This is an optimization exercise on Yosys and OpenROAD, whose aim is small area and few clock cycles per item, not a production implementation. Function was checked by simulation only, so behaviour that the tests miss may differ from the original. Power and IR drop assume default switching activity.

==> run a: inputs <==
Design rs_c3_enc, start of the top module:
module rs_c3_enc (
    input  wire        clk,
    input  wire        rst,
    input  wire        in_valid,
    output wire        in_ready,
    input  wire [15:0] in_data,
    output wire        out_valid,
    input  wire        out_ready,
    output wire [15:0] out_data,
    output wire        out_last
);
    localparam integer NPAR = 16;
    reg [15:0] q [1:NPAR-1];
    reg [15:0] fbd;
    reg [7:0]  cnt;
    reg        flushing;    
    wire       emitting = &cnt[7:4];
    wire [15:0] qn [1:NPAR-1];
    wire [15:0] top;
    wire x0 = fbd[8] ^ fbd[15];
    wire x1 = fbd[9] ^ fbd[14];
    wire x2 = fbd[2] ^ fbd[10];
    wire x3 = fbd[3] ^ fbd[13];
    wire x4 = fbd[0] ^ fbd[1];
    wire x5 = fbd[4] ^ fbd[12];
    wire x6 = fbd[11] ^ fbd[14];
    wire x7 = fbd[7] ^ fbd[13];
    wire x8 = fbd[5] ^ x3;
    wire x9 = fbd[6] ^ x1;
    wire x10 = fbd[0] ^ x0;
    wire x11 = x4 ^ x9;
    wire x12 = x2 ^ x10;
    wire x13 = fbd[2] ^ fbd[3];
    wire x14 = fbd[9] ^ fbd[11];
    wire x15 = fbd[3] ^ fbd[12];
    wire x16 = fbd[1] ^ fbd[5];
    wire x17 = fbd[6] ^ fbd[15];
    wire x18 = fbd[13] ^ fbd[14];
    wire x19 = fbd[7] ^ fbd[12];
    wire x20 = fbd[5] ^ fbd[15];
    wire x21 = fbd[10] ^ fbd[15];
    wire x22 = fbd[1] ^ fbd[10];
    wire x23 = x0 ^ x22;
    wire x24 = fbd[2] ^ x6;
    wire x25 = x14 ^ x16;
    wire x26 = x2 ^ x5;
    wire x27 = x0 ^ x15;
    wire x28 = fbd[4] ^ x18;
    wire x29 = fbd[11] ^ x13;
    wire x30 = fbd[0] ^ x1;
    wire x31 = fbd[12] ^ x17;
    wire x32 = fbd[8] ^ x7;
    wire x33 = x7 ^ x16;
    wire x34 = x6 ^ x20;
    wire x35 = fbd[14] ^ x26;
    wire x36 = fbd[11] ^ x8;
    wire x37 = fbd[8] ^ x8;
  ...
export LEC_CHECK = 0
export CAP_MARGIN = 20
export CORE_MARGIN = 2
export CORE_UTILIZATION = 60
export PLACE_DENSITY = 0.75
export SLEW_MARGIN = 20
create_clock -name core_clock -period 4.0 [get_ports {clk}]
standard.sh (not shown) runs the stock make flow with config.mk's settings and CLKGATE_MAP_FILE= SYNTH_SCRIPT=/design/flow/synth_recipe.tcl, a recipe that flattens the netlist after the stock synthesis.
==> flow/flow/run.sh <==
#!/bin/bash
# The standard layout (standard.sh) with two changes:
#  - ABC maps the logic with an area-oriented structural mapping (&nf) (flow/abc.script), so
#    the XOR network written in the RTL is kept as it is;
#  - extra ORFS make variables from flow/extra.sh (placement/CTS options).
# Each tool's output goes to the ORFS logs under orfs/logs; make's own output
# goes to make.log.
set -euo pipefail
HERE=$(pwd)
cat > my_synth.tcl <<EOF
proc abc {args} {
  set i [lsearch -exact \$args -script]
  if {\$i >= 0} { set args [lreplace \$args [expr {\$i+1}] [expr {\$i+1}] $HERE/flow/abc.script] }
  yosys abc {*}\$args
}
source $HERE/synth_recipe.tcl
EOF
{
  cat flow/extra.sh
  sed -e "s#SYNTH_SCRIPT=[^ ]*#SYNTH_SCRIPT=$HERE/my_synth.tcl#" \
      -e 's#"\${@:-finish}"#"${EXTRA[@]}" "${@:-finish}"#' standard.sh
} > my_standard.sh
bash my_standard.sh > make.log 2>&1
==> flow/flow/abc.script <==
&get -n
&st
&dch -f
&nf -R 1000
&put
==> flow/flow/extra.sh <==
EXTRA=("BUFFER_PORTS_ARGS=-buffer_cell sky130_fd_sc_hd__buf_1" "CTS_ARGS=-sink_clustering_enable -repair_clock_nets -dont_use_dummy_load -sink_clustering_size 24 -sink_clustering_max_diameter 120")
==> run b: changes against run a <==
- SETUP_SLACK_MARGIN: unset -> 0.1
==> comparison <==
- In run b the critical path depth is higher than in run a, by 1.
- Worst setup slack: run b is better than run a (0.085 ns).
- In run b the first-iteration DRC count is smaller than in run a, by about 6%.
- In run a the maximum frequency is smaller than in run b, by 2.2%.
- Between run a and run b, the lower sequential share of layout area is in run b (gap 0.28 points).
==> figures <==
quantity                                                                         run a                    run b
Result of the run                                              complete, no violations  complete, no violations
Highest layer used for signal routing                                             met4                     met5
Worst Hold Slack                                                             0.4533 ns                0.4574 ns
Clock network fraction of design power                                           0.303                    0.305
Wire length on met1                                                           16830 um                 17450 um
Number of global-route vias before repair                                         7967                     7830
Met2 Use GR                                                                     0.5456                   0.5473
Amount of wire on met3 after detailed routing                                  3917 um                  3381 um
Clock network latency to the later pin of the worst-skew pair                  0.52 ns                  0.51 ns
Actual slew at the worst max-slew pin                                         1.227 ns                0.9556 ns
DP HPWL                                                                       31870 um                 31680 um
Testbench counts of run a, summed over its fixed seeds: cycles 49,280, words 192.
Testbench counts of run b, summed over its fixed seeds: cycles 49,280, words 192.


==> v7 <==
Another version of the RTL of rs_c3_enc (not shown whole).
export LEC_CHECK = 0
export CAP_MARGIN = 20
export CORE_MARGIN = 2
export CORE_UTILIZATION = 40
export PLACE_DENSITY = 0.6
export SLEW_MARGIN = 20
create_clock -name core_clock -period 4.0 [get_ports {clk}]
==> flow/flow/run.sh <==
#!/bin/bash
# The standard layout (standard.sh) with two changes:
#  - ABC maps the logic with a plain structural mapping (flow/abc.script), so
#    the XOR network written in the RTL is kept as it is;
#  - extra ORFS make variables from flow/extra.sh (placement/CTS options).
# Each tool's output goes to the ORFS logs under orfs/logs; make's own output
# goes to make.log.
set -euo pipefail
HERE=$(pwd)
cat > my_synth.tcl <<EOF
proc abc {args} {
  set i [lsearch -exact \$args -script]
  if {\$i >= 0} { set args [lreplace \$args [expr {\$i+1}] [expr {\$i+1}] $HERE/flow/abc.script] }
  yosys abc {*}\$args
}
source $HERE/synth_recipe.tcl
EOF
{
  cat flow/extra.sh
  sed -e "s#SYNTH_SCRIPT=[^ ]*#SYNTH_SCRIPT=$HERE/my_synth.tcl#" \
      -e 's#"\${@:-finish}"#"${EXTRA[@]}" "${@:-finish}"#' standard.sh
} > my_standard.sh
bash my_standard.sh > make.log 2>&1
==> flow/flow/abc.script <==
strash
map -a
==> flow/flow/extra.sh <==
EXTRA=("BUFFER_PORTS_ARGS=-buffer_cell sky130_fd_sc_hd__buf_2" "CTS_ARGS=-sink_clustering_enable -repair_clock_nets -dont_use_dummy_load")
==> v16 (differences from v7) <==
Settings changed: CORE_UTILIZATION 40 to 55, PLACE_DENSITY 0.6 to 0.7.
==> v29 (differences from v7) <==
==> flow/flow/extra.sh (replaced) <==
EXTRA=(GPL_KEEP_OVERFLOW=0)
==> run summary <==
Fmax, highest first: v16, v7, v29. Sequential share of layout area, highest first: v16, v7, v29. Via count: v29 > v16 > v7. In sequential cell count, v16 and v7 do not differ. v29 reached the layout checks and failed them: setup timing. v7 finished clean. v16 passed the timing, design-rule and antenna checks. The lowest final area belongs to v16, the highest to v29. The lowest global-route usage belongs to v7, the highest to v16. Of v7 and v29, v29 has the higher count of clock-buffer cells in the layout (gap 4). Worst setup slack: v16 > v7 > v29.
==> figures <==
|  | v7 | v29 | v16 |
|---|---|---|---|
| Avg Vias per Cell | 4.85 | 5.08 | 5.28 |
| CP Capture Point | out_data[9] | q[13][3]$_DFFE_PP_ | out_data[13] |
| WL met2 | 22.0 mm | 22.3 mm | 20.1 mm |
| Count of instances resized after the clock tree is built | 3 | 126 | 0 |
| Arrival @ worst endpoint | 3140 ps | 4380 ps | 3080 ps |
| Outcome | timing/DRC/antenna clean | finished with violations | timing/DRC/antenna clean |
| Reasons for failing layout checks | - | setup timing | - |
| Top fanout value on the critical path | 5 | 4 | 10 |
| Number of buffers outside the clock class in the layout | 210 | 151 | 215 |
| Clock tree buffer count of the final layout | 31 | 35 | 28 |
| Skew final | 19.8 ps | 35.2 ps | 14.6 ps |
| Slew margin rel. | 0.397 | 0.208 | 0.374 |
| Transition time at the pin with the least slew margin | 905 ps | 1180 ps | 936 ps |
| Skew-Pair Late Insertion Delay | 580 ps | 590 ps | 550 ps |
| Count of cell instances traversed by the critical path | 9 | 11 | 10 |
| Pre-CTS setup slack | 115 ps | -2150 ps | -22.7 ps |
| Met1 Routed Length | 20.8 mm | 20.5 mm | 19.5 mm |
| Net switching power | 1.21 mW | 1.33 mW | 1.15 mW |
| Setup TNS Final | 0 ps | -74.7 ps | 0 ps |
Testbench counts of v7, summed over its fixed seeds: cycles 49,280, words 192.
Testbench counts of v16, summed over its fixed seeds: cycles 49,280, words 192.
Testbench counts of v29, summed over its fixed seeds: cycles 49,280, words 192.

[separate check: timing with driven ports]
In the flow no input, the clock included, has a driving cell. The finished layouts below were timed again as built, in two steps. Step 1, drivers: a clkbuf_16 drives clk and a buf_2 each remaining input, both assumed. Step 2 adds t to the input delays and takes it off the output delays; t is the mean of the earliest and latest rising clock arrival at the registers after step 1. Input paths then give back, and output paths get back, about the clock's delay inside the block. Slacks: ideal ports / drivers / drivers and shift; pairs: ideal ports / drivers.
| run | shift t [ns] | slack for setup (ns) | worst setup path after step 2 | cell pins on the clock port's net |
|---|---|---|---|---|
| run a | 0.523 | 0.161 / 0.113 / 0.197 | register to register | 1 |
| run b | 0.518 | 0.246 / 0.198 / 0.384 | register to register | 1 |
| v7 | 0.621 | 0.062 / 0.012 / 0.091 | register to register | 1 |
| v16 | 0.595 | 0.123 / 0.071 / 0.196 | register to register | 1 |
| v29 | 0.628 | -0.065 / -0.067 / -0.065 | register to register | 1 |
